This design comes from an exercise in tuning for small area on the open sky130 flow, not from production work. Where RTL was checked, it was by simulation tests only, not by an equivalence proof against the original. For runs 2 and 3, only the layout was checked, not whether the RTL still works.

**flow/design.v**
```verilog
module treadle_law (
    input  wire               clk,
    input  wire               rst,       
    input  wire               sample,    
    input  wire               first,     
    input  wire               bias,      
    input  wire signed [31:0] r,
    input  wire signed [31:0] y,
    input  wire signed [23:0] kp,
    input  wire signed [23:0] ki,
    input  wire signed [23:0] kd,
    input  wire signed [23:0] kf,
    input  wire        [4:0]  shift,
    input  wire        [15:0] u0,
    input  wire        [15:0] umin,
    input  wire        [15:0] umax,
    output reg         [15:0] u,
    output reg                upd,       
    output reg                sat,
    output reg                hold
);
    localparam HW = 51;           
    reg        [47:0] integ;      
    reg        [31:0] y_q;        
    reg        [31:0] yp_q;       
    reg        [31:0] r_q;
    reg        [31:0] x_q;        
    reg        [71:0] chain;      
    reg        [23:0] ki_q;       
    reg      [HW-1:0] h;          
    reg               ovf;        
    reg               ovf_s;      
    reg        [17:0] u0_q;       
    reg        [15:0] umin_q, umax_q;
    reg        [3:0]  skip;       
    reg               sh0;        
    reg        [3:0]  ncol;       
    reg               bias_q;
    reg               started;
    reg               busy;
    reg        [6:0]  cnt;
    reg        [1:0]  ph;         
    reg               cy;         
    reg               unz;        
    wire first_eff = first | ~started;
    wire [71:0] chain_ld;
    genvar gj;
    generate
        for (gj = 0; gj < 12; gj = gj + 1) begin : g_ld
            assign chain_ld[2*((3*gj+14)%36) +: 2] = kp[2*gj +: 2];
            assign chain_ld[2*((3*gj+15)%36) +: 2] = kd[2*gj +: 2];
            assign chain_ld[2*((3*gj+16)%36) +: 2] = kf[2*gj +: 2];
        end
    endgenerate
    wire in_v1   = (cnt >= 7'd2)  && (cnt <= 7'd13);
    wire in_v2   = (cnt >= 7'd74) && (cnt <= 7'd85);
    wire horner  = in_v1 | in_v2;
    wire v_last  = (cnt == 7'd13) | (cnt == 7'd85);
    wire in_s    = (cnt >= 7'd15) && (cnt <= 7'd50);
    wire s_first = (cnt <= 7'd17);
    wire in_fl   = (cnt >= 7'd51) && (cnt <= 7'd62);
    wire lsb     = (in_s && ph == 2'd2) | in_fl;
    wire preload = (cnt == 7'd1) | (cnt == 7'd73);
    wire satchk  = (cnt == 7'd14) | (cnt == 7'd86);
    wire sel_dy = in_s && ph == 2'd0;     
    wire sel_r  = in_s && ph == 2'd1;     
    wire [31:0] pa = sel_dy ? y_q : r_q;
    wire [31:0] pb = sel_r ? 32'd0 : (sel_dy ? yp_q : y_q);
    wire [32:0] pd;
    tl_cia #(.N(33), .B1(11), .B2(22)) u_sub (
        .a({pa[31], pa}), .b(~{pb[31], pb}), .ci(1'b1), .s(pd), .co());
    wire        p_ovh = ~pd[32] & pd[31];
    wire        p_ovl = pd[32] & (~pd[31] | ~|pd[30:0]);
    wire [31:0] px = sel_r ? pa :
                     p_ovh ? 32'h7FFFFFFF :
                     p_ovl ? 32'h80000001 : pd[31:0];
    wire b2 = horner ? ki_q[23] : chain[1];
    wire b1 = horner ? ki_q[22] : chain[0];
    wire b0 = horner ? (ki_q[21] & ~v_last) : (chain[67] & ~s_first);
    wire bz = in_fl | ~(horner | in_s);
    wire b_one = ~bz & (b1 ^ b0);
    wire b_two = ~bz & ((b2 & ~b1 & ~b0) | (~b2 & b1 & b0));
    wire b_neg = ~bz & b2;
    wire [33:0] xs  = {{2{x_q[31]}}, x_q};
    wire [33:0] mag = b_one ? xs : (b_two ? {xs[32:0], 1'b0} : 34'd0);
    wire [33:0] tt  = mag ^ {34{b_neg}};
    wire [HW-1:0] opa = horner ? {h[HW-3:0], integ[23:22]} : h;
    wire [33:0] sum_lo;
    wire        c34;
    tl_cia #(.N(34), .B1(12), .B2(23)) u_add (
        .a(opa[33:0]), .b(tt), .ci(b_neg), .s(sum_lo), .co(c34));
    localparam UW = HW - 34;
    wire          up_inc = c34 & ~tt[33];
    wire          up_dec = ~c34 & tt[33];
    wire [UW-1:0] up_one, up_zero;
    assign up_one[0]  = 1'b1;
    assign up_zero[0] = 1'b1;
    genvar gk;
    generate
        for (gk = 1; gk < UW; gk = gk + 1) begin : g_up
            assign up_one[gk]  = up_one[gk-1] & opa[33+gk];
            assign up_zero[gk] = up_zero[gk-1] & ~opa[33+gk];
        end
    endgenerate
    wire [UW-1:0] sum_hi = opa[HW-1:34] ^
                           (({UW{up_inc}} & up_one) | ({UW{up_dec}} & up_zero));
    wire [HW-1:0] sum = {sum_hi, sum_lo};
    wire          sum_ovf = ~(&sum[HW-1:47]) & (|sum[HW-1:47]);
    wire          v_min = (&h[HW-1:47]) & ~|h[46:0];    
    wire          satv  = ovf | v_min;
    wire          sgn   = ovf ? ovf_s : h[HW-1];
    wire [HW-1:0] satc  = sgn ? {{(HW-47){1'b1}}, 46'd0, 1'b1}
                              : {{(HW-47){1'b0}}, {47{1'b1}}};
    wire [HW-1:0] ld    = preload ? {{(HW-24){integ[47]}}, integ[47:24]} : satc;
    wire          load  = preload | (satchk & satv);
    wire        col  = (skip == 4'd0) & (ncol != 4'd9);
    wire        upp  = (ncol == 4'd9);
    wire [2:0]  ssum = {1'b0, sum[1:0]} + (col ? {1'b0, u0_q[1:0]} : 3'd0) + {2'b0, cy};
    wire        h_z  = ~|h[8:0];
    wire        h_m1 = &h[8:0];
    wire        top_zero = (h_z & ~cy) | (h_m1 & cy);
    wire        top_neg  = h[8] & ~(h_m1 & cy);
    wire        unz_t    = unz | u0_q[17] | (~sh0 & u0_q[16]);
    wire [15:0] w        = sh0 ? u0_q[16:1] : u0_q[15:0];
    wire        vbig     = ~top_neg & (~top_zero | unz_t);
    wire        w_gt_max, w_lt_min;
    tl_gt #(.N(16)) u_gt (.a(w), .b(umax_q), .gt(w_gt_max));
    tl_gt #(.N(16)) u_lt (.a(umin_q), .b(w), .gt(w_lt_min));
    wire        v_hi     = vbig | (~top_neg & w_gt_max);
    wire        v_lo     = top_neg | (~vbig & w_lt_min);
    wire        cutoff   = bias_q & ($signed(y_q) > 32'sd35000);
    wire        e_pos    = ~x_q[31] & |x_q;
    wire        e_neg    = x_q[31];
    always @(posedge clk) begin
        x_q   <= px;
        ki_q  <= {ki_q[21:0], ki_q[23:22]};
        chain <= {chain[1:0], chain[71:2]};
        ph    <= (ph == 2'd2) ? 2'd0 : ph + 2'd1;
        cnt   <= cnt + 7'd1;
        upd   <= 1'b0;
        if (load)
            h <= ld;
        else if (lsb)
            h <= {{2{sum[HW-1]}}, sum[HW-1:2]};
        else
            h <= sum;
        if (preload)
            ovf <= 1'b0;
        else if (horner & sum_ovf & ~ovf) begin
            ovf   <= 1'b1;
            ovf_s <= sum[HW-1];
        end
        if (rst) begin
            busy    <= 1'b0;
            started <= 1'b0;
            u       <= 16'd0;
            sat     <= 1'b0;
            hold    <= 1'b0;
        end else if (sample && !busy) begin
            busy    <= 1'b1;
            started <= 1'b1;
            cnt     <= 7'd1;
            ph      <= 2'd1;
            ncol    <= 4'd0;
            cy      <= 1'b0;
            unz     <= 1'b0;
            r_q     <= r;
            y_q     <= y;
            yp_q    <= first_eff ? y : y_q;
            if (first_eff) integ <= 48'd0;
            ki_q    <= {ki[1:0], ki[23:2]};
            chain   <= chain_ld;
            u0_q    <= shift[0] ? {1'b0, u0, 1'b0} : {2'b0, u0};
            umin_q  <= umin;
            umax_q  <= umax;
            skip    <= shift[4:1];
            sh0     <= shift[0];
            bias_q  <= bias;
        end else if (busy) begin
            if (horner)
                integ[23:0] <= {integ[21:0], integ[23:22]};
            if (cnt == 7'd87 && !hold)
                integ <= h[47:0];
            if (lsb) begin
                if (skip != 4'd0)
                    skip <= skip - 4'd1;
                else
                    cy <= ssum[2];
                if (col) begin
                    u0_q <= {ssum[1:0], u0_q[17:2]};
                    ncol <= ncol + 4'd1;
                end
                if (upp)
                    unz <= unz | ssum[1] | ssum[0];
            end
            if (cnt == 7'd63) begin
                upd <= 1'b1;
                if (cutoff) begin
                    u    <= 16'd0;
                    sat  <= 1'b1;
                    hold <= e_pos;
                end else if (v_hi) begin
                    u    <= umax_q;
                    sat  <= 1'b1;
                    hold <= e_pos;
                end else if (v_lo) begin
                    u    <= umin_q;
                    sat  <= 1'b1;
                    hold <= e_neg;
                end else begin
                    u    <= w;
                    sat  <= 1'b0;
                    hold <= 1'b0;
                end
            end
            if (cnt == 7'd87)
                busy <= 1'b0;
        end
    end
endmodule
module tl_cia #(parameter N = 34, parameter B1 = 12, parameter B2 = 23) (
    input  wire [N-1:0] a,
    input  wire [N-1:0] b,
    input  wire         ci,
    output wire [N-1:0] s,
    output wire         co
);
    wire [N:0]   c;
    wire [N-1:0] s0;
    wire [N-1:0] pre;     
    genvar i;
    generate
        for (i = 0; i < N; i = i + 1) begin : g
            wire cin = (i == 0) ? ci : ((i == B1 || i == B2) ? 1'b0 : c[i]);
            assign s0[i]  = a[i] ^ b[i] ^ cin;
            assign c[i+1] = (a[i] & b[i]) | (a[i] & cin) | (b[i] & cin);
            if (i == B1 || i == B2 || i == 0)
                assign pre[i] = 1'b1;
            else
                assign pre[i] = pre[i-1] & s0[i-1];
        end
    endgenerate
    wire cb1 = c[B1];
    wire p1  = pre[B2-1] & s0[B2-1];
    wire cb2 = c[B2] | (p1 & cb1);
    wire p2  = pre[N-1] & s0[N-1];
    assign co = c[N] | (p2 & cb2);
    generate
        for (i = 0; i < N; i = i + 1) begin : g2
            if (i < B1)
                assign s[i] = s0[i];
            else if (i < B2)
                assign s[i] = s0[i] ^ (cb1 & pre[i]);
            else
                assign s[i] = s0[i] ^ (cb2 & pre[i]);
        end
    endgenerate
endmodule
module tl_gt #(parameter N = 16) (
    input  wire [N-1:0] a,
    input  wire [N-1:0] b,
    output wire         gt
);
    wire [N:0] g;
    assign g[0] = 1'b0;
    genvar i;
    generate
        for (i = 0; i < N; i = i + 1) begin : g_c
            assign g[i+1] = (a[i] & ~b[i]) | (~(a[i] ^ b[i]) & g[i]);
        end
    endgenerate
    assign gt = g[N];
endmodule
```
**flow/run.sh**
```bash
#!/bin/bash
# synth_recipe.tcl (not shown) runs the flow's synth.tcl, then flattens the netlist and writes it again
# the make line also repeats each setting of config.mk as NAME=value (left out here)
make -C /OpenROAD-flow-scripts/flow DESIGN_CONFIG=/design/flow/config.mk WORK_HOME=/design/flow/orfs CLKGATE_MAP_FILE= SYNTH_SCRIPT=/design/flow/synth_recipe.tcl finish
```
**flow/config.mk**
```make
export PLATFORM = sky130hd
export DESIGN_NAME = treadle_law
export DESIGN_NICKNAME = treadle_law
export VERILOG_FILES = /design/flow/design.v
export SDC_FILE = /design/flow/constraint.sdc
export NUM_CORES = 4
export LEC_CHECK = 0
export CAP_MARGIN = 20
export CORE_MARGIN = 2
export CORE_UTILIZATION = 40
export SLEW_MARGIN = 20
```
**flow/constraint.sdc**
```tcl
create_clock -name core_clock -period 10.0 [get_ports {clk}]
set_input_delay 2.0000 -clock core_clock [delete_from_list [all_inputs] [get_ports {clk}]]
set_output_delay 2.0000 -clock core_clock [all_outputs]
set_load 0.01 [all_outputs]
```
==> metrics.md, run 1 <==
| Metric | Value |
|---|---|
| Vias in the first global route | `between 15000 and 20000` |
| Initial core utilization | `0.404` |
| Drc violations | `0` |
| Clock root buffer | `clkbuf_16` |
| Max Clock Freq | `0.0977 GHz` |
| Initial DRC count | `1091` |
| Overall routed net length | `60900 um` |
| Final Max Tran Viols | `0` |
| Post-Syn Nets | `roughly 2500` |
| Minimum clock period after layout | `approximately 10 ns` |
| Critical path type | `flip-flop to flip-flop` |
| Worst-path maximum fanout | `4` |
| Post-route clock period utilization | `1.02` |
| Area growth from synthesis to layout | `24.4%` |
| Required time worst endpoint | `10.33 ns` |
| Mean area per synthesized cell | `10.5 um^2` |
| Final Hold Violating Endpoints | `0` |
| Clk slew on worst S/H paths | `0.06 ns` |
| Synth Register Bits | `417` |
| Worst Setup End Kind | `flip-flop` |
| Largest net degree at the start of global routing | `158` |
| Status | `failed layout checks` |
| Cell Area, Synth | `22800 um^2` |
| Worst path slowest cell | `mux4_2` |
| Arrival time worst endpoint | `between 10 and 15 ns` |
| Longest Clk Path Bufs | `3` |
| Synth Warn # | `1` |
| Later-pin clock latency in the skew report | `about 0.58 ns` |
| Final setup viols | `6` |
| Failed Checks | `setup timing` |
| Core Rows | `87` |
| Fraction of layout cells with a size suffix above 1 | `0.172` |
| Synth cell types | `95` |
| CTS tree | `built` |
| Die Wd | `about 240 um` |
| Final GP Congestion | `0.897` |
| First-pass DRT Iterations | `5` |
| Post-synthesis sequential area ratio | `0.457` |
| Setup TNS | `-0.929 ns` |
| Grt ovf | `0` |
| Final net count | `2757` |
| Vias per inst | `5.35` |
| Post-Synthesis Cells | `~2200` |
| Initial antenna violation count | `1` |
| Met1 Use GR | `0.269` |
| Io pins | `237` |
| Most common cell after layout, fill and taps aside | `nand2_1` |
| Clk sinks | `417` |
| Drt wl/cell | `18.9 um` |
| Rel. slew slack | `0.334` |
| Asr flop ratio synth | `0` |
| Top_reg_cell synth | `dfxtp_1` |
| Die Y | `approximately 240 um` |
| Core Area | `56400 um^2` |
| I/O Buffers | `236` |
| Placed Area | `26500 um^2` |
| Post-route cell area | `28400 um^2` |
| Util after Layout | `0.503` |
| Most frequent cells in the layout | `nand2_1, clkdlybuf4s50_1, dfxtp_1` |
| Post-synth EDFFs | `just over 200` |
| Met2 usage | `0.334` |
| Max-cap check violation count | `0` |
| H-tree levels | `2` |
| Met3 GRT Util | `0.0334` |
| GRT Util Overall | `0.202` |
| First-pass GRT wire length | `95100 um` |
| Most used routing layer | `met2` |
| Total number of vias | `17200` |
| Worst Hold Class | `flip-flop to flip-flop` |
| TritonCTS Buffers | `46` |
| Worst path max stage delay | `0.53 ns` |
| Unrepaired setup endpoints after global routing | `yes` |
| Die Footprint | `about 59000 um^2` |
| Least-Margin Pin Slew | `0.999 ns` |
| Critical path startpoint category | `flip-flop` |
| DRT antenna net count | `0` |
| Most common cell type on the critical path | `fa_2` |
| Fin worst setup slack | `-0.239 ns` |
| Hpwl dp | `44400 um` |
| Clock Skew | `0.0244 ns` |
[timing repair]
action | CTS | global route
pin swaps | 13 | 14
gates resized for setup | 21 | 33
hold buffers | 0 | 0
hold endpoints to repair | 0 | 0
buffers inserted | 5 | 6
setup endpoints to repair | 14 | 21
[synth_stat cells (24+ instances only)]
cell type  number  area, um^2
a22oi_1        24         180
nand3_1        63         315
o211ai_1       28         210
mux2_2        150        1690
edfxtp_1      207        6220
mux2i_1       125        1250
nand2_1       268        1010
nor3_1         29         145
inv_1          91         342
and2_1         34         213
a211oi_1       41         308
xnor2_1        43         377
ha_1           47         588
xor2_1         43         377
a21oi_1        97         485
dfxtp_1       210        4200
clkbuf_1       97         364
o21ai_0        92         460
fa_1           62        1240
buf_2          24         120
nor4_1         27         169
nor2_1        120         450
[registers in the layout, summed over array words and instances (netlist names), 24 cells and up]
register,cells
chain,72
ki_q,24
integ,48
h,51
r_q,32
yp_q,32
y_q,32
x_q,32
[final cells by class]
| cell class | count | area, um^2 |
|---|---|---|
| inverter | 93 | 349 |
| clock inverter | 27 | 239 |
| timing repair buffer | 339 | 3240 |
| antenna | 1 | 2.50 |
| multi-input combinational | 1533 | 11900 |
| tap | 756 | 946 |
| sequential | 417 | 10400 |
| clock buffer | 59 | 1300 |
| fill | 5199 | 28000 |
[layer usage]
layer / up-vias / routed length [um]
li1: 8362 / -
met1: 8369 / 27200
met2: 421 / 29300
met3: 90 / 2780
met4: 0 / 1650
met5: - / 0
[kinds of logic after synthesis]
| group | synth area share |
|---|---|
| simple gates | 0.138 |
| flops | 0.457 |
| compound gates | 0.120 |
| mux | 0.132 |
| buf+inv | 0.0393 |
| fa+ha+maj | 0.0802 |
| xor+xnor | 0.0337 |
[stage by stage]
step                worst slack [ns]  hold slack (ns)  cells
floorplan                     -0.501            0.434   2175
global placement              -0.331            0.413   3127
detailed placement            -0.523            0.431   3127
CTS                           -0.337            0.451   3218
global route                  -0.601            0.459   3225
finish                        -0.239            0.447   3225
[final timing paths]
| check | from | endpoint | slack, ns | depth (start not counted) |
|---|---|---|---|---|
| setup / recovery | cnt[0]$_DFF_P_ | ovf_s$_DFFE_PP_ | -0.24 | 38 |
| hold / removal | cnt[0]$_DFF_P_ | cnt[0]$_DFF_P_ | 0.45 | 1 |
| setup reg to reg | cnt[0]$_DFF_P_ | ovf_s$_DFFE_PP_ | -0.24 | 38 |
| hold reg to reg | cnt[0]$_DFF_P_ | cnt[0]$_DFF_P_ | 0.45 | 1 |
[worst max-delay path: cells and delay by family (launching register included)]
family | cells | cell delay (ns)
fa+ha+maj | 13 | 4.18
simple gates | 11 | 2.71
compound gates | 5 | 0.97
mux | 2 | 0.84
xor+xnor | 3 | 0.53
buf+inv | 4 | 0.40
flops | 1 | 0.35
==> inputs of run 2 (changes only) <==
--- a/flow/design.v
+++ b/flow/design.v
@@ -52,16 +52,14 @@
             assign chain_ld[2*((3*gj+16)%36) +: 2] = kf[2*gj +: 2];
         end
     endgenerate
-    wire in_v1   = (cnt >= 7'd2)  && (cnt <= 7'd13);
-    wire in_v2   = (cnt >= 7'd74) && (cnt <= 7'd85);
-    wire horner  = in_v1 | in_v2;
-    wire v_last  = (cnt == 7'd13) | (cnt == 7'd85);
-    wire in_s    = (cnt >= 7'd15) && (cnt <= 7'd50);
-    wire s_first = (cnt <= 7'd17);
-    wire in_fl   = (cnt >= 7'd51) && (cnt <= 7'd62);
-    wire lsb     = (in_s && ph == 2'd2) | in_fl;
-    wire preload = (cnt == 7'd1) | (cnt == 7'd73);
-    wire satchk  = (cnt == 7'd14) | (cnt == 7'd86);
+    reg horner;                   
+    reg v_last;                   
+    reg in_s;                     
+    reg s_first;                  
+    reg in_fl;                    
+    reg preload;                  
+    reg satchk;                   
+    wire lsb = (in_s & ph == 2'd2) | in_fl;
     wire sel_dy = in_s && ph == 2'd0;     
     wire sel_r  = in_s && ph == 2'd1;     
     wire [31:0] pa = sel_dy ? y_q : r_q;
@@ -105,9 +103,9 @@
     wire [UW-1:0] sum_hi = opa[HW-1:34] ^
                            (({UW{up_inc}} & up_one) | ({UW{up_dec}} & up_zero));
     wire [HW-1:0] sum = {sum_hi, sum_lo};
-    wire          sum_ovf = ~(&sum[HW-1:47]) & (|sum[HW-1:47]);
     wire          v_min = (&h[HW-1:47]) & ~|h[46:0];    
-    wire          satv  = ovf | v_min;
+    wire          h_ovf = ~(&h[HW-1:47]) & (|h[HW-1:47]);
+    wire          satv  = ovf | h_ovf | v_min;
     wire          sgn   = ovf ? ovf_s : h[HW-1];
     wire [HW-1:0] satc  = sgn ? {{(HW-47){1'b1}}, 46'd0, 1'b1}
                               : {{(HW-47){1'b0}}, {47{1'b1}}};
@@ -136,6 +134,13 @@
         ki_q  <= {ki_q[21:0], ki_q[23:22]};
         chain <= {chain[1:0], chain[71:2]};
         ph    <= (ph == 2'd2) ? 2'd0 : ph + 2'd1;
+        horner  <= busy & ((cnt >= 7'd1 && cnt <= 7'd12) | (cnt >= 7'd73 && cnt <= 7'd84));
+        v_last  <= busy & ((cnt == 7'd12) | (cnt == 7'd84));
+        in_s    <= busy & (cnt >= 7'd14 && cnt <= 7'd49);
+        s_first <= busy & (cnt >= 7'd14 && cnt <= 7'd16);
+        in_fl   <= busy & (cnt >= 7'd50 && cnt <= 7'd61);
+        preload <= busy & (cnt == 7'd72);
+        satchk  <= busy & ((cnt == 7'd13) | (cnt == 7'd85));
         cnt   <= cnt + 7'd1;
         upd   <= 1'b0;
         if (load)
@@ -146,12 +151,17 @@
             h <= sum;
         if (preload)
             ovf <= 1'b0;
-        else if (horner & sum_ovf & ~ovf) begin
+        else if ((horner | satchk) & h_ovf & ~ovf) begin
             ovf   <= 1'b1;
-            ovf_s <= sum[HW-1];
+            ovf_s <= h[HW-1];
         end
         if (rst) begin
             busy    <= 1'b0;
+            horner  <= 1'b0;
+            in_s    <= 1'b0;
+            in_fl   <= 1'b0;
+            preload <= 1'b0;
+            satchk  <= 1'b0;
             started <= 1'b0;
             u       <= 16'd0;
             sat     <= 1'b0;
@@ -160,6 +170,7 @@
             busy    <= 1'b1;
             started <= 1'b1;
             cnt     <= 7'd1;
+            preload <= 1'b1;
             ph      <= 2'd1;
             ncol    <= 4'd0;
             cy      <= 1'b0;
==> metrics.md, run 2 <==
| Metric | Value |
|---|---|
| Met1 Use GR | `0.267 (was 0.269)` |
| Initial core utilization | `0.402 (was 0.404)` |
| Drt wl/cell | `18.8 um (was 18.9 um)` |
| Met2 usage | `0.316 (was 0.334)` |
| Post-Syn Nets | `2444 (was 2502)` |
| Asr flop ratio synth | `0 (unchanged)` |
| Drc violations | `0 (unchanged)` |
| Core Rows | `87 (unchanged)` |
| Top-count cell post-synth | `dfxtp_1 (was nand2_1)` |
| Least-Margin Pin Slew | `1.04 ns (was 0.999 ns)` |
| Worst path max stage delay | `0.71 ns (was 0.53 ns)` |
| Final Max Tran Viols | `0 (unchanged)` |
| Final GP Congestion | `0.854 (was 0.897)` |
| Rel. slew slack | `0.308 (was 0.334)` |
| Most used routing layer | `met2 (unchanged)` |
| Filler Cell Count | `5102 (was 5199)` |
| Synth cell types | `77 (was 95)` |
| Post-synthesis sequential area ratio | `0.468 (was 0.457)` |
| First-pass GRT wire length | `92700 um (was 95100 um)` |
| Area growth from synthesis to layout | `21.6% (was 24.4%)` |
| Later-pin clock latency in the skew report | `0.60 ns (was 0.58 ns)` |
| Most common cell after layout, fill and taps aside | `clkdlybuf4s50_1 (was nand2_1)` |
| Status | `timing/DRC/antenna clean (was failed layout checks)` |
| Post-Synthesis Cells | `2116 (was 2175)` |
| Max Clock Freq | `0.104 GHz (was 0.0977 GHz)` |
| Placed Area | `25700 um^2 (was 26500 um^2)` |
| Post-route clock period utilization | `0.960 (was 1.02)` |
| Hpwl dp | `43000 um (was 44400 um)` |
| Die Footprint | `58300 um^2 (was 58900 um^2)` |
| TritonCTS Buffers | `49 (was 46)` |
| Top post-synthesis cells by area | `edfxtp_1, dfxtp_1, mux2_2 (unchanged)` |
| Clk sinks | `424 (was 417)` |
| Most common cell type on the critical path | `fa_1 (was fa_2)` |
| Final net count | `2639 (was 2757)` |
| Worst path slowest cell | `or4_1 (was mux4_2)` |
| Max-cap check violation count | `0 (unchanged)` |
| Clk slew on worst S/H paths | `0.06 ns (about the same)` |
| Critical path type | `flip-flop to flip-flop (unchanged)` |
| Initial antenna violation count | `9 (was 1)` |
| Non-Filler Instances | `3114 (was 3225)` |
| CTS tree | `built (unchanged)` |
| Setup TNS | `0 ns (was -0.929 ns)` |
| Yosys top cell area share | `0.275 (was 0.273)` |
| Most frequent cells in the layout | `clkdlybuf4s50_1, dfxtp_1, nand2_1, edfxtp_1, mux2_2 (was nand2_1, clkdlybuf4s50_1, dfxtp_1)` |
| Longest Clk Path Bufs | `3 (unchanged)` |
| Required time worst endpoint | `10.49 ns (was 10.33 ns)` |
| Vias per inst | `5.36 (was 5.35)` |
| Fraction of layout cells with a size suffix above 1 | `0.140 (was 0.172)` |
| Mean area per synthesized cell | `10.7 um^2 (was 10.5 um^2)` |
| Worst-path maximum fanout | `31 (was 4)` |
| Final Hold Violating Endpoints | `0 (unchanged)` |
| Overall routed net length | `58600 um (was 60900 um)` |
| Largest regs | `chain: 72 flops, h: 51 flops, integ: 48 flops (unchanged)` |
| Reg2reg path depth | `35 (was 38)` |
| H-tree levels | `2 (unchanged)` |
| Post-synth EDFFs | `207 (unchanged)` |
| Clock Skew | `0.0286 ns (was 0.0244 ns)` |
| Largest reg by FF count | `chain (unchanged)` |
| Final setup viols | `0 (was 6)` |
| Critical path depth | `35 (was 38)` |
| Worst Setup End Kind | `flip-flop (unchanged)` |
| Top_reg_cell synth | `dfxtp_1 (unchanged)` |
| Post-route cell area | `27400 um^2 (was 28400 um^2)` |
| Vias in the first global route | `16600 (was 17200)` |
| Initial DRC count | `1298 (was 1091)` |
| First-pass DRT Iterations | `5 (unchanged)` |
| Hold Crit Depth | `1 (unchanged)` |
| Die Y | `242 um (was 243 um)` |
| Synth Register Bits | `424 (was 417)` |
| Met3 GRT Util | `0.0428 (was 0.0334)` |
| Top cells by count, synth | `dfxtp_1, edfxtp_1, nand2_1, mux2_2, nor2_1 (was nand2_1, dfxtp_1, edfxtp_1, mux2_2, mux2i_1)` |
| Critical path startpoint category | `flip-flop (unchanged)` |
| Util after Layout | `0.489 (was 0.503)` |
| Die Wd | `242 um (was 243 um)` |
| I/O Buffers | `236 (unchanged)` |
| Critical path buffer and inverter count | `4 (unchanged)` |
| Area leader, netlist | `edfxtp_1 (unchanged)` |
| Largest net degree at the start of global routing | `210 (was 158)` |
| Synth Warn # | `1 (unchanged)` |
| Grt ovf | `0 (unchanged)` |
| DRT antenna net count | `0 (unchanged)` |
| Worst Hold Class | `flip-flop to flip-flop (unchanged)` |
| Clock root buffer | `clkbuf_16 (unchanged)` |
| Arrival time worst endpoint | `10.08 ns (was 10.57 ns)` |
| Cells after DPL | `3010 (was 3127)` |
| CP top delay family | `adder cells (unchanged)` |
| Core Area | `56100 um^2 (was 56400 um^2)` |
| Total number of vias | `16700 (was 17200)` |
| Max reg flops | `72 (unchanged)` |
| Cell Area, Synth | `22600 um^2 (was 22800 um^2)` |
| GRT Util Overall | `0.197 (was 0.202)` |
| Minimum clock period after layout | `9.60 ns (was 10.24 ns)` |
| Io pins | `237 (unchanged)` |
[run 2: cell count changes after synthesis, moves of 21 or more]
cell | previous run | this run
mux2_2 | 150 | 180
inv_1 | 91 | 65
nand2_1 | 268 | 207
nand3_1 | 63 | 23
o211ai_1 | 28 | 7
o21ai_0 | 92 | 134
[run 2: logic make-up after synthesis]
group           share of synthesized area
mux                                 0.144
xor+xnor                           0.0318
buf+inv                            0.0349
fa+ha+maj                          0.0816
compound gates                      0.114
simple gates                        0.126
flops                               0.468
[run 2: cell type report]
cell class	instances	area [um^2]	area share
Antenna cell	6	15.0	0.000547
Clock buffer	68	1430	0.0521
Inverter	66	248	0.00903
Tap cell	756	946	0.0345
Sequential cell	424	10600	0.385
Clock inverter	24	225	0.00821
Multi-Input combinational cell	1496	11300	0.413
Timing Repair Buffer	274	2680	0.0978
[run 2: layer usage]
layer	share of wire	vias to the layer above	routed length (um)
li1	-	8081	-
met1	0.45	8069	26600
met2	0.46	454	27300
met3	0.057	78	3360
met4	0.023	6	1350
met5	0.00056	-	33
[run 2: worst paths after layout]
| check | from | endpoint | slack, ns |
|---|---|---|---|
| worst min-delay path | chain[5]$_DFF_P_ | chain[3]$_DFF_P_ | 0.45 |
| worst max-delay path | ki_q[21]$_DFF_P_ | h[46]$_DFF_P_ | 0.40 |
| worst max register to register | ki_q[21]$_DFF_P_ | h[46]$_DFF_P_ | 0.40 |
| worst min register to register | chain[5]$_DFF_P_ | chain[3]$_DFF_P_ | 0.45 |
[run 2: stage by stage]
step,hold slack (ns),setup WS [ns]
after floorplan,0.434,0.773
after global placement,0.439,0.679
after detailed placement,0.442,0.486
after CTS,0.457,0.391
after global routing,0.459,-0.0226
final,0.454,0.402
[run 2: timing repair]
action | CTS | global route
buffers inserted | 0 | 4
hold buffers | 0 | 0
gates resized for setup | 0 | 1
endpoints found under the setup margin | 0 | 9
hold endpoints to repair | 0 | 0
==> inputs of run 3 (changes only) <==
--- a/flow/config.mk
+++ b/flow/config.mk
@@ -7,5 +7,6 @@
 export LEC_CHECK = 0
 export CAP_MARGIN = 20
 export CORE_MARGIN = 2
-export CORE_UTILIZATION = 40
+export CORE_UTILIZATION = 60
+export PLACE_DENSITY = 0.7
 export SLEW_MARGIN = 20
==> metrics.md, run 3 <==
| Metric | Value |
|---|---|
| Final Max Tran Viols | `0 (unchanged)` |
| Post-Syn Nets | `2444 (unchanged)` |
| Die Y | `198 um (was 242 um)` |
| Post-synthesis mux area share | `0.144 (unchanged)` |
| Cells after DPL | `2725 (was 3010)` |
| Post-synthesis sequential area ratio | `0.468 (unchanged)` |
| Clock Skew | `0.0266 ns (was 0.0286 ns)` |
| Rel. slew slack | `0.212 (was 0.308)` |
| Later-pin clock latency in the skew report | `0.60 ns (about the same)` |
| Area growth from synthesis to layout | `19.0% (was 21.6%)` |
| Overall routed net length | `54600 um (was 58600 um)` |
| Multi-input gate area | `11300 um^2 (about the same)` |
| Fraction of layout cells with a size suffix above 1 | `0.132 (was 0.140)` |
| Post-place setup slack | `0.251 ns (was 0.486 ns)` |
| Largest reg by FF count | `chain (unchanged)` |
| Sequential Area | `10600 um^2 (unchanged)` |
| Setup TNS | `0 ns (unchanged)` |
| Largest regs | `chain: 72 flops, h: 51 flops, integ: 48 flops (unchanged)` |
| Yosys top cell area share | `0.275 (unchanged)` |
| TritonCTS Buffers | `44 (was 49)` |
| Fin worst setup slack | `0.602 ns (was 0.402 ns)` |
| Post-route clock period utilization | `0.940 (was 0.960)` |
| Grt ovf | `0 (unchanged)` |
| Drt wl/cell | `19.4 um (was 18.8 um)` |
| Worst-path maximum fanout | `11 (was 31)` |
| Initial DRC count | `1270 (was 1298)` |
| Synth Area in XOR/XNOR | `0.0318 (unchanged)` |
| Die Wd | `198 um (was 242 um)` |
| Worst Hold Class | `flip-flop to flip-flop (unchanged)` |
| Core Area | `37300 um^2 (was 56100 um^2)` |
| Max Clock Freq | `0.106 GHz (was 0.104 GHz)` |
| CTS tree | `built (unchanged)` |
| Required time worst endpoint | `10.48 ns (was 10.49 ns)` |
| Status | `timing/DRC/antenna clean (unchanged)` |
| Util after Layout | `0.719 (was 0.489)` |
| Most frequent cells in the layout | `clkdlybuf4s50_1, dfxtp_1, nand2_1, edfxtp_1, mux2_2 (unchanged)` |
| Initial antenna violation count | `2 (was 9)` |
| First-pass DRT Iterations | `8 (was 5)` |
| Final Hold Violating Endpoints | `0 (unchanged)` |
| Top_reg_cell synth | `dfxtp_1 (unchanged)` |
| Largest net degree at the start of global routing | `203 (was 210)` |
| Synth Warn # | `1 (unchanged)` |
| Least-Margin Pin Slew | `1.18 ns (was 1.04 ns)` |
| Total number of vias | `16600 (was 16700)` |
| Adder-Cell Fraction of Synth Area | `0.0816 (unchanged)` |
| Clk slew on worst S/H paths | `0.07 ns (was 0.06 ns)` |
| Vias in the first global route | `16300 (was 16600)` |
| Top-count cell post-synth | `dfxtp_1 (unchanged)` |
| Longest Clk Path Bufs | `3 (unchanged)` |
| Mean area per synthesized cell | `10.7 um^2 (unchanged)` |
| Hpwl dp | `39300 um (was 43000 um)` |
| Arrival time worst endpoint | `9.87 ns (was 10.08 ns)` |
| Post-synth EDFFs | `207 (unchanged)` |
| Most common cell type on the critical path | `fa_1 (unchanged)` |
| Top post-synthesis cells by area | `edfxtp_1, dfxtp_1, mux2_2 (unchanged)` |
| Clk sinks | `424 (unchanged)` |
| Final net count | `2628 (was 2639)` |
| Critical path startpoint category | `flip-flop (unchanged)` |
| Non-Filler Instances | `2810 (was 3114)` |
| Area leader, netlist | `edfxtp_1 (unchanged)` |
| Top cells by count, synth | `dfxtp_1, edfxtp_1, nand2_1, mux2_2, nor2_1 (unchanged)` |
| First-pass GRT wire length | `87000 um (was 92700 um)` |
| H-tree levels | `2 (unchanged)` |
| Max-cap check violation count | `0 (unchanged)` |
| Cell Area, Synth | `22600 um^2 (unchanged)` |
| Most common cell after layout, fill and taps aside | `clkdlybuf4s50_1 (unchanged)` |
| Critical path type | `flip-flop to flip-flop (unchanged)` |
| Max reg flops | `72 (unchanged)` |
| Final setup viols | `0 (unchanged)` |
| DRT antenna net count | `0 (unchanged)` |
| Synth cell types | `77 (unchanged)` |
| Unrepaired setup endpoints after global routing | `no` |
| Worst path max stage delay | `0.60 ns (was 0.71 ns)` |
| Post-Synthesis Cells | `2116 (unchanged)` |
| Worst Setup End Kind | `flip-flop (unchanged)` |
| Final GP Congestion | `0.883 (was 0.854)` |
| Clock root buffer | `clkbuf_16 (unchanged)` |
| Filler Cell Count | `2771 (was 5102)` |
| Worst path slowest cell | `or4_4 (was or4_1)` |
| Compound-gate portion of the synthesized area | `0.114 (unchanged)` |
| Initial core utilization | `0.605 (was 0.402)` |
| Post-route cell area | `26800 um^2 (was 27400 um^2)` |
| GRT Util Overall | `0.281 (was 0.197)` |
| Io pins | `237 (unchanged)` |
| Asr flop ratio synth | `0 (unchanged)` |
| Die Footprint | `39200 um^2 (was 58300 um^2)` |
| I/O Buffers | `236 (unchanged)` |
| Drc violations | `0 (unchanged)` |
| Vias per inst | `5.92 (was 5.36)` |
| Simple-gate area share of the yosys netlist | `0.126 (unchanged)` |
| Synth Register Bits | `424 (unchanged)` |
| Placed Area | `25300 um^2 (was 25700 um^2)` |
| Minimum clock period after layout | `9.40 ns (was 9.60 ns)` |
| Largest family of logic cells by synthesized area | `multiplexers (unchanged)` |
| Cts hold-fix bufs | `0 (unchanged)` |
| Core Rows | `71 (was 87)` |
[run 3: cell counts after synthesis]
No cell type changed its count.
[run 3: worst paths after layout]
check,from,to,slack (ns),cells after the start
setup reg to reg,chain[67]$_DFF_P_,h[46]$_DFF_P_,0.60,35
setup / recovery,chain[67]$_DFF_P_,h[46]$_DFF_P_,0.60,35
hold reg to reg,chain[39]$_DFF_P_,chain[37]$_DFF_P_,0.45,1
hold / removal,chain[39]$_DFF_P_,chain[37]$_DFF_P_,0.45,1
[run 3: what timing repair did]
| action | 4_1_cts | 5_1_grt |
|---|---|---|
| buffers inserted | 0 | 3 |
| gates resized for setup | 0 | 4 |
| setup endpoints to repair | 0 | 11 |
[run 3: cell type report]
class / instances / area share
Timing Repair Buffer: 268 / 0.0974
Tap cell: 474 / 0.0221
Sequential cell: 424 / 0.394
Clock buffer: 61 / 0.0461
Multi-Input combinational cell: 1496 / 0.422
Clock inverter: 19 / 0.00970
Antenna cell: 2 / 0.000186
Inverter: 66 / 0.00923
[run 3: cells by family (layout without fill, tap and decap cells)]
group           count (synthesis)  after routing
buf+inv                       196            414
xor+xnor                       82             82
simple gates                  587            587
compound gates                416            416
flops                         424            424
other cells                     0              2
mux                           301            301
fa+ha+maj                     110            110
[run 3: through the flow]
stage / hold slack, ns
floorplan: 0.434
global placement: 0.436
detailed placement: 0.440
CTS: 0.451
global route: 0.461
finish: 0.450
[run 3: metal layers]
metal  vias to the layer above  global-route usage  part of all wire
li1                       8054                   -                 -
met1                      8002               0.386              0.44
met2                       505               0.461              0.48
met3                        74              0.0472             0.059
met4                         2              0.0777             0.021
met5                         -                   0           0.00029
[run 3: critical path: cells and delay by family, from the launching register on]
kind            cells  cell delay (ns)
buf+inv             4             0.56
simple gates       10             2.40
mux                 1             0.22
compound gates      6             1.01
flops               1             0.32
fa+ha+maj          12             4.36
xor+xnor            2             0.38
==> inputs of run 4 (changes only) <==
--- a/flow/design.v
+++ b/flow/design.v
@@ -23,6 +23,7 @@
     reg        [47:0] integ;      
     reg        [31:0] y_q;        
     reg        [31:0] yp_q;       
+    reg               dyz;        
     reg        [31:0] r_q;
     reg        [31:0] x_q;        
     reg        [71:0] chain;      
@@ -31,6 +32,7 @@
     reg               ovf;        
     reg               ovf_s;      
     reg        [17:0] u0_q;       
+    reg               u0_hi;      
     reg        [15:0] umin_q, umax_q;
     reg        [3:0]  skip;       
     reg               sh0;        
@@ -63,14 +65,13 @@
     wire sel_dy = in_s && ph == 2'd0;     
     wire sel_r  = in_s && ph == 2'd1;     
     wire [31:0] pa = sel_dy ? y_q : r_q;
-    wire [31:0] pb = sel_r ? 32'd0 : (sel_dy ? yp_q : y_q);
+    wire [31:0] pb = sel_r ? 32'd0 : ((sel_dy & ~dyz) ? yp_q : y_q);
     wire [32:0] pd;
     tl_cia #(.N(33), .B1(11), .B2(22)) u_sub (
         .a({pa[31], pa}), .b(~{pb[31], pb}), .ci(1'b1), .s(pd), .co());
-    wire        p_ovh = ~pd[32] & pd[31];
-    wire        p_ovl = pd[32] & (~pd[31] | ~|pd[30:0]);
-    wire [31:0] px = sel_r ? pa :
-                     p_ovh ? 32'h7FFFFFFF :
+    wire        p_ovh = ~sel_r & ~pd[32] & pd[31];
+    wire        p_ovl = ~sel_r & pd[32] & (~pd[31] | ~|pd[30:0]);
+    wire [31:0] px = p_ovh ? 32'h7FFFFFFF :
                      p_ovl ? 32'h80000001 : pd[31:0];
     wire b2 = horner ? ki_q[23] : chain[1];
     wire b1 = horner ? ki_q[22] : chain[0];
@@ -113,7 +114,8 @@
     wire          load  = preload | (satchk & satv);
     wire        col  = (skip == 4'd0) & (ncol != 4'd9);
     wire        upp  = (ncol == 4'd9);
-    wire [2:0]  ssum = {1'b0, sum[1:0]} + (col ? {1'b0, u0_q[1:0]} : 3'd0) + {2'b0, cy};
+    wire [1:0]  u0p  = sh0 ? {u0_q[0], u0_hi} : u0_q[1:0];    
+    wire [2:0]  ssum = {1'b0, sum[1:0]} + (col ? {1'b0, u0p} : 3'd0) + {2'b0, cy};
     wire        h_z  = ~|h[8:0];
     wire        h_m1 = &h[8:0];
     wire        top_zero = (h_z & ~cy) | (h_m1 & cy);
@@ -177,11 +179,13 @@
             unz     <= 1'b0;
             r_q     <= r;
             y_q     <= y;
-            yp_q    <= first_eff ? y : y_q;
+            yp_q    <= y_q;
+            dyz     <= first_eff;
             if (first_eff) integ <= 48'd0;
             ki_q    <= {ki[1:0], ki[23:2]};
             chain   <= chain_ld;
-            u0_q    <= shift[0] ? {1'b0, u0, 1'b0} : {2'b0, u0};
+            u0_q    <= {2'b0, u0};
+            u0_hi   <= 1'b0;
             umin_q  <= umin;
             umax_q  <= umax;
             skip    <= shift[4:1];
@@ -199,6 +203,7 @@
                     cy <= ssum[2];
                 if (col) begin
                     u0_q <= {ssum[1:0], u0_q[17:2]};
+                    u0_hi <= u0_q[1];
                     ncol <= ncol + 4'd1;
                 end
                 if (upp)
--- a/flow/config.mk
+++ b/flow/config.mk
@@ -7,6 +7,7 @@
 export LEC_CHECK = 0
 export CAP_MARGIN = 20
 export CORE_MARGIN = 2
-export CORE_UTILIZATION = 60
-export PLACE_DENSITY = 0.7
+export CORE_UTILIZATION = 70
+export CTS_BUF_LIST = sky130_fd_sc_hd__clkbuf_4 sky130_fd_sc_hd__clkbuf_8
+export PLACE_DENSITY = 0.8
 export SLEW_MARGIN = 20
==> metrics.md, run 4 <==
| Metric | Value |
|---|---|
| Fin worst setup slack | `0.694 ns (was 0.602 ns)` |
| Mean area per synthesized cell | `9.80 um^2 (was 10.7 um^2)` |
| Asr flop ratio synth | `0 (unchanged)` |
| Largest net degree at the start of global routing | `156 (was 203)` |
| Max-cap check violation count | `0 (unchanged)` |
| Final GP Congestion | `0.980 (was 0.883)` |
| Grt ovf | `0 (unchanged)` |
| Non-Filler Instances | `2884 (was 2810)` |
| Largest regs | `chain: 72 flops, h: 51 flops, integ: 48 flops (unchanged)` |
| Top cells by count, synth | `nand2_1, dfxtp_1, edfxtp_1, mux2i_1, a21oi_1 (was dfxtp_1, edfxtp_1, nand2_1, mux2_2, nor2_1)` |
| Post-route cell area | `25800 um^2 (was 26800 um^2)` |
| Clock root buffer | `clkbuf_8 (was clkbuf_16)` |
| Largest reg by FF count | `chain (unchanged)` |
| Drc violations | `0 (unchanged)` |
| Worst Hold Class | `flip-flop to flip-flop (unchanged)` |
| Reg2reg path depth | `33 (was 35)` |
| DRT antenna net count | `0 (unchanged)` |
| Synth cell types | `77 (unchanged)` |
| Hold Crit Depth | `2 (was 1)` |
| Largest family of logic cells by synthesized area | `simple AND/OR/NAND/NOR gates (was multiplexers)` |
| Worst-path maximum fanout | `27 (was 11)` |
| Final net count | `2760 (was 2628)` |
| Die Wd | `180 um (was 198 um)` |
| Core Rows | `64 (was 71)` |
| Top-count cell post-synth | `nand2_1 (was dfxtp_1)` |
| Area growth from synthesis to layout | `18.8% (was 19.0%)` |
| Later-pin clock latency in the skew report | `0.61 ns (was 0.60 ns)` |
| Vias per inst | `6.04 (was 5.92)` |
| Cell Area, Synth | `21700 um^2 (was 22600 um^2)` |
| Cells after DPL | `2755 (was 2725)` |
| Io pins | `237 (unchanged)` |
| Setup TNS | `0 ns (unchanged)` |
| Core Area | `30600 um^2 (was 37300 um^2)` |
| Vias in the first global route | `17500 (was 16300)` |
| Top_reg_cell synth | `dfxtp_1 (unchanged)` |
| Least-Margin Pin Slew | `1.07 ns (was 1.18 ns)` |
| Status | `timing/DRC/antenna clean (unchanged)` |
| Total number of vias | `17400 (was 16600)` |
| Simple-gate area share of the yosys netlist | `0.186 (was 0.126)` |
| Worst Hold Launch | `ki_q[13]$_DFF_P_ (was chain[39]$_DFF_P_)` |
| Required time worst endpoint | `10.52 ns (was 10.48 ns)` |
| Post-route clock period utilization | `0.931 (was 0.940)` |
| Post-synthesis sequential area ratio | `0.488 (was 0.468)` |
| Post-place setup slack | `0.628 ns (was 0.251 ns)` |
| Top post-synthesis cells by area | `edfxtp_1, dfxtp_1, nand2_1 (was edfxtp_1, dfxtp_1, mux2_2)` |
| Post-Syn Nets | `2546 (was 2444)` |
| Placed Area | `24400 um^2 (was 25300 um^2)` |
| Initial core utilization | `0.711 (was 0.605)` |
| Yosys top cell area share | `0.289 (was 0.275)` |
| Max reg flops | `72 (unchanged)` |
| TritonCTS Buffers | `69 (was 44)` |
| Post-CTS setup buffers | `0 (unchanged)` |
| Die Y | `180 um (was 198 um)` |
| Longest Clk Path Bufs | `3 (unchanged)` |
| Fraction of layout cells with a size suffix above 1 | `0.0945 (was 0.132)` |
| Hold EP | `ki_q[15]$_DFF_P_ (was chain[37]$_DFF_P_)` |
| Die Footprint | `32500 um^2 (was 39200 um^2)` |
| Post-Synthesis Cells | `2218 (was 2116)` |
| Adder-Cell Fraction of Synth Area | `0.0847 (was 0.0816)` |
| Overall routed net length | `55500 um (was 54600 um)` |
| Final setup viols | `0 (unchanged)` |
| R2R Path End | `h[44]$_DFF_P_ (was h[46]$_DFF_P_)` |
| Worst path max stage delay | `0.55 ns (was 0.60 ns)` |
| Clk slew on worst S/H paths | `0.06 ns (was 0.07 ns)` |
| GRT Util Overall | `0.336 (was 0.281)` |
| Most common cell type on the critical path | `fa_1 (unchanged)` |
| Post-synth EDFFs | `209 (was 207)` |
| Max Clock Freq | `0.107 GHz (was 0.106 GHz)` |
| Synth Area in XOR/XNOR | `0.0338 (was 0.0318)` |
| RR Startpoint | `chain[67]$_DFF_P_ (unchanged)` |
| Drt wl/cell | `19.2 um (was 19.4 um)` |
| Unrepaired setup endpoints after global routing | `no (unchanged)` |
| H-tree levels | `3 (was 2)` |
| First-pass GRT wire length | `88800 um (was 87000 um)` |
| Compound-gate portion of the synthesized area | `0.0926 (was 0.114)` |
| Clk sinks | `426 (was 424)` |
| Final Max Tran Viols | `0 (unchanged)` |
| Synth Warn # | `1 (unchanged)` |
| Arrival time worst endpoint | `9.83 ns (was 9.87 ns)` |
| Clock Skew | `0.0388 ns (was 0.0266 ns)` |
| Filler Cell Count | `1716 (was 2771)` |
| Minimum clock period after layout | `9.31 ns (was 9.40 ns)` |
| Initial antenna violation count | `0 (was 2)` |
| Rel. slew slack | `0.289 (was 0.212)` |
| Initial DRC count | `1693 (was 1270)` |
| First-pass DRT Iterations | `5 (was 8)` |
| # diodes | `0 (was 2)` |
| Area leader, netlist | `edfxtp_1 (unchanged)` |
| I/O Buffers | `236 (unchanged)` |
| Worst path slowest cell | `or4_1 (was or4_4)` |
| Critical path type | `flip-flop to flip-flop (unchanged)` |
| Critical path startpoint category | `flip-flop (unchanged)` |
| Worst Setup End Kind | `flip-flop (unchanged)` |
| R2r setup slk | `0.69 ns (was 0.60 ns)` |
| Hpwl dp | `37800 um (was 39300 um)` |
| Most frequent cells in the layout | `nand2_1, clkdlybuf4s50_1, dfxtp_1 (was clkdlybuf4s50_1, dfxtp_1, nand2_1, edfxtp_1, mux2_2)` |
| Final Hold Violating Endpoints | `0 (unchanged)` |
| Synth Register Bits | `426 (was 424)` |
| Post-synthesis mux area share | `0.0795 (was 0.144)` |
| CTS tree | `built (unchanged)` |
| Most common cell after layout, fill and taps aside | `nand2_1 (was clkdlybuf4s50_1)` |
[run 4: worst max-delay path by stage]
| stage | slack (ns) | start | end |
|---|---|---|---|
| 4_1_cts | 0.63 | ki_q[21]$_DFF_P_ | h[49]$_DFF_P_ |
| 3_5_place_dp | 0.63 | ki_q[21]$_DFF_P_ | h[49]$_DFF_P_ |
| 3_3_place_gp | 0.97 | ki_q[21]$_DFF_P_ | h[48]$_DFF_P_ |
| 6_report | 0.69 | chain[67]$_DFF_P_ | h[44]$_DFF_P_ |
| 2_1_floorplan | 0.83 | horner$_SDFF_PP0_ | h[49]$_DFF_P_ |
| 5_1_grt | 0.12 | ki_q[21]$_DFF_P_ | h[44]$_DFF_P_ |
[run 4: cells by family after synthesis]
logic type,count (synthesis)
adders and majority gates,110
DFF,426
and+or+nand+nor,930
xor gates and xnor gates,84
AOI/OAI and AO/OA,311
muxes,166
buffers and inverters,191
[run 4: routing by layer]
| metal | routed length, um | vias to the layer above | track usage |
|---|---|---|---|
| li1 | - | 8105 | - |
| met1 | 22400 | 8351 | 0.435 |
| met2 | 27500 | 834 | 0.574 |
| met3 | 4190 | 116 | 0.0618 |
| met4 | 1430 | 0 | 0.114 |
| met5 | 0 | - | 0 |
[run 4: timing repair]
item,4_1_cts,5_1_grt
setup endpoints to repair,0,2
resized for setup,0,1
endpoints found under the hold margin,0,0
hold buffers,0,0
[run 4: cell type report]
class / count / area, um^2 / share of cell area
sequential: 426 / 10600 / 0.411
multi-input combinational: 1601 / 10500 / 0.404
timing repair buffer: 262 / 2560 / 0.0990
clock buffer: 105 / 1260 / 0.0487
tap: 396 / 495 / 0.0192
inverter: 72 / 278 / 0.0108
clock inverter: 22 / 176 / 0.00683
[run 4: critical path, delay by kind of cell, from the launching register on]
family,cells,cell delay (ns)
AND/OR/NAND/NOR,7,1.90
XOR/XNOR,3,0.54
multiplexers,3,0.58
adder cells (fa/ha/maj),12,4.43
buffers and inverters,3,0.57
flip-flops,1,0.33
AO/OA/AOI/OAI,5,0.86
[run 4: per-stage QoR]
| step | hold slack, ns | util |
|---|---|---|
| 5_1_grt | 0.433 | 0.845 |
| 3_3_place_gp | 0.400 | 0.797 |
| 6_report | 0.418 | 0.845 |
| 2_1_floorplan | 0.399 | - |
| 3_5_place_dp | 0.404 | 0.797 |
| 4_1_cts | 0.420 | 0.844 |
==> inputs of run 5 (changes only) <==
--- a/flow/config.mk
+++ b/flow/config.mk
@@ -7,7 +7,8 @@
 export LEC_CHECK = 0
 export CAP_MARGIN = 20
 export CORE_MARGIN = 2
-export CORE_UTILIZATION = 70
-export CTS_BUF_LIST = sky130_fd_sc_hd__clkbuf_4 sky130_fd_sc_hd__clkbuf_8
-export PLACE_DENSITY = 0.8
+export CORE_UTILIZATION = 60
+export CTS_BUF_LIST = sky130_fd_sc_hd__clkbuf_2 sky130_fd_sc_hd__clkbuf_4
+export CTS_CLUSTER_SIZE = 20
+export PLACE_DENSITY = 0.7
 export SLEW_MARGIN = 20
==> metrics.md, run 5 <==
| Metric | Value |
|---|---|
| Max-cap check violation count | `0 (unchanged)` |
| Grt ovf | `0 (unchanged)` |
| Worst path max stage delay | `0.53 ns (was 0.55 ns)` |
| H-tree levels | `3 (unchanged)` |
| First-pass DRT Iterations | `23 (was 5)` |
| Die Wd | `194 um (was 180 um)` |
| Drt wl/cell | `17.4 um (was 19.2 um)` |
| Rel. slew slack | `0.282 (was 0.289)` |
| Clock root buffer | `clkbuf_4 (was clkbuf_8)` |
| Cts hold-fix bufs | `0 (unchanged)` |
| Minimum clock period after layout | `9.20 ns (was 9.31 ns)` |
| Core Rows | `69 (was 64)` |
| Initial core utilization | `0.610 (was 0.711)` |
| Final net count | `2802 (was 2760)` |
| Final Max Tran Viols | `0 (unchanged)` |
| Top_reg_cell synth | `dfxtp_1 (unchanged)` |
| Filler Cell Count | `2718 (was 1716)` |
| Top post-synthesis cells by area | `edfxtp_1, dfxtp_1, nand2_1 (unchanged)` |
| Die Footprint | `37800 um^2 (was 32500 um^2)` |
| Worst path slowest cell | `fa_1 (was or4_1)` |
| Mean area per synthesized cell | `9.80 um^2 (unchanged)` |
| Non-Filler Instances | `3026 (was 2884)` |
| Critical path startpoint category | `flip-flop (unchanged)` |
| Max Clock Freq | `0.109 GHz (was 0.107 GHz)` |
| Arrival time worst endpoint | `9.91 ns (was 9.83 ns)` |
| First-pass GRT wire length | `86100 um (was 88800 um)` |
| Post-synthesis sequential area ratio | `0.488 (unchanged)` |
| Die Y | `194 um (was 180 um)` |
| Drc violations | `0 (unchanged)` |
| R2r setup slk | `0.80 ns (was 0.69 ns)` |
| Largest regs | `chain: 72 flops, h: 51 flops, integ: 48 flops (unchanged)` |
| Largest net degree at the start of global routing | `153 (was 156)` |
| Unrepaired setup endpoints after global routing | `no (unchanged)` |
| Synth cell types | `77 (unchanged)` |
| Vias in the first global route | `17000 (was 17500)` |
| Vias per inst | `5.59 (was 6.04)` |
| Status | `timing/DRC/antenna clean (unchanged)` |
| Initial antenna violation count | `3 (was 0)` |
| Least-Margin Pin Slew | `1.07 ns (about the same)` |
| Overall routed net length | `52500 um (was 55500 um)` |
| Largest reg by FF count | `chain (unchanged)` |
| Post-Synthesis Cells | `2218 (unchanged)` |
| Post-synth EDFFs | `209 (unchanged)` |
| Final GP Congestion | `0.916 (was 0.980)` |
| Clock Skew | `0.0441 ns (was 0.0388 ns)` |
| TritonCTS Buffers | `111 (was 69)` |
| Worst-path maximum fanout | `7 (was 27)` |
| Cell Area, Synth | `21700 um^2 (unchanged)` |
| Util after Layout | `0.727 (was 0.845)` |
| Top cells by count, synth | `nand2_1, dfxtp_1, edfxtp_1, mux2i_1, a21oi_1 (unchanged)` |
| Clk sinks | `426 (unchanged)` |
| Multi-input gate area | `10400 um^2 (was 10500 um^2)` |
| Hpwl dp | `36800 um (was 37800 um)` |
| Core Area | `35700 um^2 (was 30600 um^2)` |
| Most common cell type on the critical path | `fa_1 (unchanged)` |
| Area leader, netlist | `edfxtp_1 (unchanged)` |
| Cells after DPL | `2821 (was 2755)` |
| Io pins | `237 (unchanged)` |
| Longest Clk Path Bufs | `3 (unchanged)` |
| Top-count cell post-synth | `nand2_1 (unchanged)` |
| Max reg flops | `72 (unchanged)` |
| Total number of vias | `16900 (was 17400)` |
| Final setup viols | `0 (unchanged)` |
| CTS tree | `built (unchanged)` |
| Area growth from synthesis to layout | `19.3% (was 18.8%)` |
| Clk slew on worst S/H paths | `0.06 ns (about the same)` |
| Synth Warn # | `1 (unchanged)` |
| GRT Util Overall | `0.281 (was 0.336)` |
| Fraction of layout cells with a size suffix above 1 | `0.110 (was 0.0945)` |
| Setup TNS | `0 ns (unchanged)` |
| I/O Buffers | `236 (unchanged)` |
| Most common cell after layout, fill and taps aside | `nand2_1 (unchanged)` |
| Post-route clock period utilization | `0.920 (was 0.931)` |
| Initial DRC count | `1301 (was 1693)` |
| Critical path type | `flip-flop to flip-flop (unchanged)` |
| Sequential Area | `10600 um^2 (unchanged)` |
| Later-pin clock latency in the skew report | `0.84 ns (was 0.61 ns)` |
| Final Hold Violating Endpoints | `0 (unchanged)` |
| DRT antenna net count | `0 (unchanged)` |
| Most frequent cells in the layout | `nand2_1, clkdlybuf4s50_1, dfxtp_1 (unchanged)` |
| Required time worst endpoint | `10.70 ns (was 10.52 ns)` |
| Worst Setup End Kind | `flip-flop (unchanged)` |
| Yosys top cell area share | `0.289 (unchanged)` |
| Asr flop ratio synth | `0 (unchanged)` |
| Post-Syn Nets | `2546 (unchanged)` |
| Synth Register Bits | `426 (unchanged)` |
| Worst Hold Class | `flip-flop to flip-flop (unchanged)` |
-- run 5: cell counts after synthesis --
No cell type changed its count.
-- run 5: kinds of logic (layout without fill, tap and decap cells) --
group | Yosys count | in the layout | share of synthesized area
muxes | 166 | 166 | 0.0795
xor gates and xnor gates | 84 | 84 | 0.0338
AOI/OAI and AO/OA | 311 | 311 | 0.0926
buffers and inverters | 191 | 533 | 0.0346
other | 0 | 5 | 0
DFF | 426 | 426 | 0.488
adders and majority gates | 110 | 110 | 0.0847
and+or+nand+nor | 930 | 930 | 0.186
-- run 5: final cells by class --
class,instances,area share
antenna,5,0.000482
clock buffer,160,0.0463
clock inverter,39,0.00854
inverter,72,0.0107
multi-input combinational,1601,0.403
sequential,426,0.410
tap,461,0.0222
timing repair buffer,262,0.0994
-- run 5: path summary, 6_finish.rpt --
kind,end,depth (start not counted),startpoint
setup / recovery,h[49]$_DFF_P_,32,chain[67]$_DFF_P_
hold / removal,chain[46]$_DFF_P_,2,chain[48]$_DFF_P_
setup reg to reg,h[49]$_DFF_P_,32,chain[67]$_DFF_P_
hold reg to reg,chain[46]$_DFF_P_,2,chain[48]$_DFF_P_
-- run 5: worst max-delay path, delay by kind of cell (launching register included) --
| kind | cells | cell delay [ns] |
|---|---|---|
| xor gates and xnor gates | 3 | 0.52 |
| adders and majority gates | 12 | 4.45 |
| and+or+nand+nor | 7 | 1.78 |
| AOI/OAI and AO/OA | 7 | 1.70 |
| muxes | 1 | 0.19 |
| DFF | 1 | 0.32 |
| buffers and inverters | 2 | 0.13 |
-- run 5: layer usage --
| layer | vias to the layer above | share of wire | GRT usage |
|---|---|---|---|
| met5 | - | 0 | 0 |
| met4 | 0 | 0.024 | 0.0983 |
| met3 | 99 | 0.066 | 0.0699 |
| met2 | 554 | 0.47 | 0.453 |
| met1 | 8011 | 0.44 | 0.372 |
| li1 | 8252 | - | - |
-- run 5: through the flow --
stage	hold WS [ns]	area, um^2	worst slack [ns]
floorplan	0.399	21700	0.830
global route	0.437	25900	0.123
detailed placement	0.408	24500	0.710
global placement	0.402	24500	0.951
CTS	0.410	25900	0.684
finish	0.415	25900	0.797
-- run 5: repair_timing --
item / 4_1_cts / 5_1_grt
endpoints found under the setup margin: 0 / 2
buffers inserted: 0 / 0
gates resized for setup: 0 / 1
==> inputs of run 6 (changes only) <==
==> flow/flow/run.sh (new file) <==
#!/bin/bash
# Standard layout, with buf_1 cells as the port buffers.
set -euo pipefail
bash standard.sh 'BUFFER_PORTS_ARGS=-buffer_cell sky130_fd_sc_hd__buf_1' finish > standard_make.log 2>&1
==> flow/standard.sh (new file) <==
#!/bin/bash
# synth_recipe.tcl (not shown) runs the flow's synth.tcl, then flattens the netlist and writes it again
# the make line also repeats each setting of config.mk as NAME=value (left out here)
make -C /OpenROAD-flow-scripts/flow DESIGN_CONFIG=/design/flow/config.mk WORK_HOME=/design/flow/orfs CLKGATE_MAP_FILE= SYNTH_SCRIPT=/design/flow/synth_recipe.tcl "${@:-finish}"
--- a/flow/config.mk
+++ b/flow/config.mk
@@ -8,7 +8,5 @@
 export CAP_MARGIN = 20
 export CORE_MARGIN = 2
 export CORE_UTILIZATION = 60
-export CTS_BUF_LIST = sky130_fd_sc_hd__clkbuf_2 sky130_fd_sc_hd__clkbuf_4
-export CTS_CLUSTER_SIZE = 20
 export PLACE_DENSITY = 0.7
 export SLEW_MARGIN = 20
removed: flow/run.sh
==> metrics.md, run 6 <==
| Metric | Value |
|---|---|
| Core Area | `35700 um^2 (unchanged)` |
| Worst Hold Class | `flip-flop to flip-flop (unchanged)` |
| DRT antenna net count | `0 (unchanged)` |
| Reg2reg path depth | `32 (unchanged)` |
| Hpwl dp | `36200 um (was 36800 um)` |
| Clock Skew | `0.0228 ns (was 0.0441 ns)` |
| Fraction of layout cells with a size suffix above 1 | `0.0684 (was 0.110)` |
| Final Hold Violating Endpoints | `0 (unchanged)` |
| Post-synth EDFFs | `209 (unchanged)` |
| Drc violations | `0 (unchanged)` |
| H-tree levels | `2 (was 3)` |
| Filler Cell Count | `2918 (was 2718)` |
| Final GP Congestion | `0.904 (was 0.916)` |
| Cells after DPL | `2821 (unchanged)` |
| Worst-path maximum fanout | `7 (unchanged)` |
| Max Clock Freq | `0.106 GHz (was 0.109 GHz)` |
| Most frequent cells in the layout | `nand2_1, buf_1, dfxtp_1 (was nand2_1, clkdlybuf4s50_1, dfxtp_1)` |
| Mean area per synthesized cell | `9.80 um^2 (unchanged)` |
| Hold Crit Depth | `2 (unchanged)` |
| Yosys top cell area share | `0.289 (unchanged)` |
| Cell Area, Synth | `21700 um^2 (unchanged)` |
| Placed Area | `23000 um^2 (was 24500 um^2)` |
| Largest regs | `chain: 72 flops, h: 51 flops, integ: 48 flops (unchanged)` |
| Top-count cell post-synth | `nand2_1 (unchanged)` |
| Total number of vias | `16400 (was 16900)` |
| Largest reg by FF count | `chain (unchanged)` |
| Max reg flops | `72 (unchanged)` |
| Most common cell type on the critical path | `fa_1 (unchanged)` |
| Post-Synthesis Cells | `2218 (unchanged)` |
| Initial core utilization | `0.610 (unchanged)` |
| Critical path type | `flip-flop to flip-flop (unchanged)` |
| CTS tree | `built (unchanged)` |
| Later-pin clock latency in the skew report | `0.58 ns (was 0.84 ns)` |
| TritonCTS Buffers | `45 (was 111)` |
| Cts hold-fix bufs | `0 (unchanged)` |
| Most common cell after layout, fill and taps aside | `nand2_1 (unchanged)` |
| Final net count | `2735 (was 2802)` |
| Top_reg_cell synth | `dfxtp_1 (unchanged)` |
| Post-place setup slack | `0.628 ns (was 0.710 ns)` |
| Post-CTS setup buffers | `0 (unchanged)` |
| Longest Clk Path Bufs | `3 (unchanged)` |
| Post-route cell area | `24400 um^2 (was 25900 um^2)` |
| Area growth from synthesis to layout | `12.1% (was 19.3%)` |
| Die Y | `194 um (unchanged)` |
| Largest net degree at the start of global routing | `164 (was 153)` |
| Asr flop ratio synth | `0 (unchanged)` |
| I/O Buffers | `236 (unchanged)` |
| Fin worst setup slack | `0.549 ns (was 0.797 ns)` |
| Area leader, netlist | `edfxtp_1 (unchanged)` |
| Clk sinks | `426 (unchanged)` |
| Required time worst endpoint | `10.46 ns (was 10.70 ns)` |
| Initial DRC count | `1246 (was 1301)` |
| Vias in the first global route | `16100 (was 17000)` |
| Vias per inst | `5.66 (was 5.59)` |
| Worst path slowest cell | `fa_1 (unchanged)` |
| Final setup viols | `0 (unchanged)` |
| Worst Setup End Kind | `flip-flop (unchanged)` |
| Post_cts resized | `0 (unchanged)` |
| Top post-synthesis cells by area | `edfxtp_1, dfxtp_1, nand2_1 (unchanged)` |
| Io pins | `237 (unchanged)` |
| Status | `timing/DRC/antenna clean (unchanged)` |
| Clock root buffer | `clkbuf_16 (was clkbuf_4)` |
| Die Footprint | `37800 um^2 (unchanged)` |
| Final Max Tran Viols | `0 (unchanged)` |
| Non-Filler Instances | `2904 (was 3026)` |
| Unrepaired setup endpoints after global routing | `no (unchanged)` |
| Synth cell types | `77 (unchanged)` |
[run 6: changes by cell type in the layout (fill, tap and decap cells not counted), sizes merged]
cell	change
clkdlybuf4s50	-236
clkbuf	-95
inv	-3
buf	+235
clkinv	-20
diode	-3
[run 6: through the flow]
stage | utilization | hold WS [ns]
2_1_floorplan | - | 0.399
3_3_place_gp | 0.645 | 0.402
3_5_place_dp | 0.645 | 0.408
4_1_cts | 0.683 | 0.422
6_report | 0.683 | 0.417
5_1_grt | 0.683 | 0.431
[run 6: cells by family after synthesis]
logic type               Yosys count  synth area share
AO/OA/AOI/OAI                    311            0.0926
XOR/XNOR                          84            0.0338
adder cells (fa/ha/maj)          110            0.0847
multiplexers                     166            0.0795
buffers and inverters            191            0.0346
AND/OR/NAND/NOR                  930             0.186
flip-flops                       426             0.488
[run 6: layer usage]
metal  global-route usage  vias up  wire, um
li1                     -     8045         -
met1                0.377     7862     22800
met2                0.448      462     24300
met3               0.0458       78      2990
met4               0.0732        0      1130
met5                    0        -         0
[run 6: path summary, 6_finish.rpt]
| check | to | from | slack, ns |
|---|---|---|---|
| setup / recovery | h[49]$_DFF_P_ | chain[67]$_DFF_P_ | 0.55 |
| hold / removal | chain[9]$_DFF_P_ | chain[11]$_DFF_P_ | 0.42 |
| setup reg to reg | h[49]$_DFF_P_ | chain[67]$_DFF_P_ | 0.55 |
| hold reg to reg | chain[9]$_DFF_P_ | chain[11]$_DFF_P_ | 0.42 |
[run 6: cell type report]
cell class / count / area (um^2) / area share
multi-input combinational: 1601 / 10400 / 0.429
inverter: 72 / 278 / 0.0114
sequential: 426 / 10600 / 0.436
tap: 461 / 577 / 0.0237
antenna: 2 / 5.00 / 0.000205
timing repair buffer: 261 / 1070 / 0.0441
clock buffer: 65 / 1230 / 0.0506
clock inverter: 16 / 133 / 0.00544
[run 6: worst max-delay path, delay by kind of cell (launching register included)]
family | cells | cell delay (ns)
XOR/XNOR | 3 | 0.54
flip-flops | 1 | 0.32
AO/OA/AOI/OAI | 7 | 1.78
multiplexers | 1 | 0.20
AND/OR/NAND/NOR | 7 | 1.84
adder cells (fa/ha/maj) | 12 | 4.53
buffers and inverters | 2 | 0.11

## afterwards: timing with drivers on the ports
How much do the figures lean on ideal ports? The routed layouts below were timed once more, with nothing changed but the port constraints.
Step 1 sets driving cells, clkbuf_16 on the clock port and buf_2 on the other inputs (assumed; they add their load-dependent delay and slew).
Step 2, shift: input delay + t, output delay - t, t = (earliest + latest rising clock arrival at the registers) / 2. This alone moves slack from input paths to output paths.
a / b / c = ideal ports / drivers / drivers and shift; a / b = the first two.
run	t, ns	slack for setup (ns)	worst setup path at the end	worst data-port slew with drivers (ns)
run 1	0.631	-0.239 / -0.239 / -0.239	register to register	0.09
run 2	0.645	0.402 / 0.402 / 0.402	register to register	0.12
run 3	0.645	0.602 / 0.602 / 0.602	register to register	0.08
run 4	0.645	0.694 / 0.694 / 0.694	register to register	0.07
run 5	0.869	0.797 / 0.797 / 0.797	register to register	0.07
run 6	0.625	0.549 / 0.549 / 0.549	register to register	0.07
